Source: an optimization exercise on an open RTL-to-GDS flow (aim: small area, a short achievable clock period and few clock cycles per item). Production flows keep margins and buffers that such runs may drop. The RTL was checked by simulation tests, not by an equivalence proof against the original design.

== JK ==
Design aes_enc_core, start of the top module:
module aes_enc_core (
    input  wire         clk,
    input  wire         rst,         
    input  wire         key_load,    
    input  wire [1:0]   key_len,     
    input  wire [255:0] key,         
    input  wire         in_valid,
    output reg          in_ready,
    input  wire [127:0] in_data,
    output reg          out_valid,
    output wire [127:0] out_data
);
Size in the first run: about 8400 cells after synthesis, about 1100 flip-flops, ~71000 sq um of cells after synthesis.
clock: 10.0 ns
lec_check: 0
cap_margin: 20
core_margin: 2
core_utilization: 40
slew_margin: 20
standard.sh (not shown) runs the stock make flow with config.mk's settings and CLKGATE_MAP_FILE= SYNTH_SCRIPT=/design/flow/synth_recipe.tcl, a recipe that flattens the netlist after the stock synthesis.
==> flow/flow/run.sh <==
#!/bin/bash
# Own layout flow: the standard flow (standard.sh, unchanged synthesis
# script and steps) with two settings changed:
#  - synthesis maps the logic with the ABC script in flow/abc.script (an
#    area-oriented mapping) instead of ORFS's speed script;
#  - the timing repair steps (floorplan, CTS, global route) aim for the extra
#    setup slack given in flow/margin.txt, so that the layout is sized for a
#    short period although the clock stays at the design's period.
# Each tool's output goes to a log file of its own in this folder.
set -uo pipefail
W=$PWD
SD=$W/scripts_own
rm -rf "$SD"; mkdir -p "$SD"
for f in "$FLOW_HOME"/scripts/*; do ln -s "$f" "$SD/"; done
if [[ -f "$W/flow/abc.script" ]]; then
  rm -f "$SD/abc_area.script"; cp "$W/flow/abc.script" "$SD/abc_area.script"
  ABC="ABC_AREA=1"
else
  ABC="ABC_AREA=0"
fi
MARGIN=$(cat "$W/flow/margin.txt")
bash standard.sh SCRIPTS_DIR="$SD" $ABC synth > "$W/synth.log" 2>&1 || { tail -30 "$W/synth.log"; exit 1; }
bash standard.sh SETUP_SLACK_MARGIN="$MARGIN" finish > "$W/layout.log" 2>&1 || { tail -30 "$W/layout.log"; exit 1; }
==> flow/flow/abc.script <==
strash
dch
map -a
==> flow/flow/margin.txt <==
6.5
JK: PASS, flow complete, no timing, DRC or antenna violations
Testbench counts of JK, summed over its fixed seeds: cycles 22,059, items 1,687.
Input changes introduced in MS (baseline for comparison: JK):
==> flow/run.sh (new file) <==
#!/bin/bash
# synth_recipe.tcl (not shown) runs the flow's synth.tcl, then flattens the netlist and writes it again
# the make line also repeats each setting of config.mk as NAME=value (left out here)
make -C /OpenROAD-flow-scripts/flow DESIGN_CONFIG=/design/flow/config.mk WORK_HOME=/design/flow/orfs CLKGATE_MAP_FILE= SYNTH_SCRIPT=/design/flow/synth_recipe.tcl finish
removed: flow/flow/run.sh
removed: flow/flow/abc.script
removed: flow/flow/margin.txt
removed: flow/standard.sh
==> notes.md <==
For wire length on met2, dividing the value from MS by the value from JK gives 0.944.
From MS to JK, number of buffers inserted by hold repair at cts did not move at all.
Taking JK as the reference, in MS global placement routability congestion went down, instance area at placement rose 2400 sq um, worst setup slack before clock tree synthesis saw a decrease.
[inputs] AL vs MS
==> flow/flow/run.sh (new file) <==
#!/bin/bash
# Own layout flow: the standard flow (standard.sh, with its synthesis
# script and steps) with these settings changed:
#  - synthesis maps the logic with the ABC script in flow/abc.script (an
#    area-oriented mapping) instead of ORFS's speed script;
#  - the make variables listed in flow/make_vars.txt (one VAR=value per
#    line) are added to both make runs: among them SETUP_SLACK_MARGIN, so
#    that the timing repair steps aim for extra setup slack and the layout is
#    sized for a short period, although the clock stays at the design's.
# Each tool's output goes to a log file of its own in this folder.
set -uo pipefail
W=$PWD
SD=$W/scripts_own
rm -rf "$SD"; mkdir -p "$SD"
for f in "$FLOW_HOME"/scripts/*; do ln -s "$f" "$SD/"; done
rm -f "$SD/abc_area.script"; cp "$W/flow/abc.script" "$SD/abc_area.script"
VARS=()
if [[ -f "$W/flow/make_vars.txt" ]]; then
  while IFS= read -r line; do
    [[ -z "$line" || "$line" == \#* ]] && continue
    VARS+=("$line")
  done < "$W/flow/make_vars.txt"
fi
bash standard.sh SCRIPTS_DIR="$SD" ABC_AREA=1 "${VARS[@]}" synth > "$W/synth.log" 2>&1 || { tail -30 "$W/synth.log"; exit 1; }
bash standard.sh "${VARS[@]}" finish > "$W/layout.log" 2>&1 || { tail -30 "$W/layout.log"; exit 1; }
==> flow/flow/abc.script (new file) <==
strash
dch
map -a
==> flow/flow/make_vars.txt (new file) <==
SETUP_SLACK_MARGIN=6.5
BUFFER_PORTS_ARGS=-buffer_cell sky130_fd_sc_hd__buf_2
==> flow/standard.sh (new file) <==
#!/bin/bash
# synth_recipe.tcl (not shown) runs the flow's synth.tcl, then flattens the netlist and writes it again
# the make line also repeats each setting of config.mk as NAME=value (left out here)
make -C /OpenROAD-flow-scripts/flow DESIGN_CONFIG=/design/flow/config.mk WORK_HOME=/design/flow/orfs CLKGATE_MAP_FILE= SYNTH_SCRIPT=/design/flow/synth_recipe.tcl "${@:-finish}"
removed: flow/run.sh
==> comparison <==
Taking MS as the reference point, the synthesized cell count of AL rises by 379. Taking MS as the reference, in AL area occupied by registers was more or less identical; hold slack went down by 0.079 ns. Lower layout overhead on the synthesized area was reported by MS, not AL. Sequential portion of the cell area for AL: 0.47 points down relative to MS. Delta (AL minus MS): total wire length increased by 4.6% relative to the old numbers; net count of the mapped netlist now larger. Minimum period implied by the final worst setup slack ends up higher on MS. AL contains more vias than MS.

-- port drivers added, routing unchanged --
In the flow no input, the clock included, has a driving cell. The finished layouts below were timed again as built, in two steps.
Step 1: set_driving_cell puts a clkbuf_16 on clk and a buf_2 on each other input, an assumption about the parent block.
Step 2 times the ports against the registers' clock, not the clock port: input delays grow and output delays shrink by t, the midpoint of the rising clock arrivals with the driver on.
a / b / c = ideal ports / drivers / drivers and shift; a / b = the first two.
| run | t (ns) | setup slack, ns | worst hold slack (ns) | latest minus earliest clock arrival (ns) | pins driven straight from the clock port |
|---|---|---|---|---|---|
| JK | 0.883 | 6.519 / 6.454 / 5.694 | 0.363 / 0.363 / 0.363 | 0.046 / 0.045 | 1 |
| MS | 0.878 | 4.981 / 4.981 / 4.395 | 0.442 / 0.442 / 0.442 | 0.036 / 0.036 | 1 |
| AL | 0.884 | 6.465 / 6.348 / 5.464 | 0.363 / 0.363 / 0.363 | 0.048 / 0.048 | 1 |
After both steps setup and hold are still met in every run listed. The setup slack of AL, which loses most, moves by -0.117 ns with the drivers and by -1.001 ns with both steps.
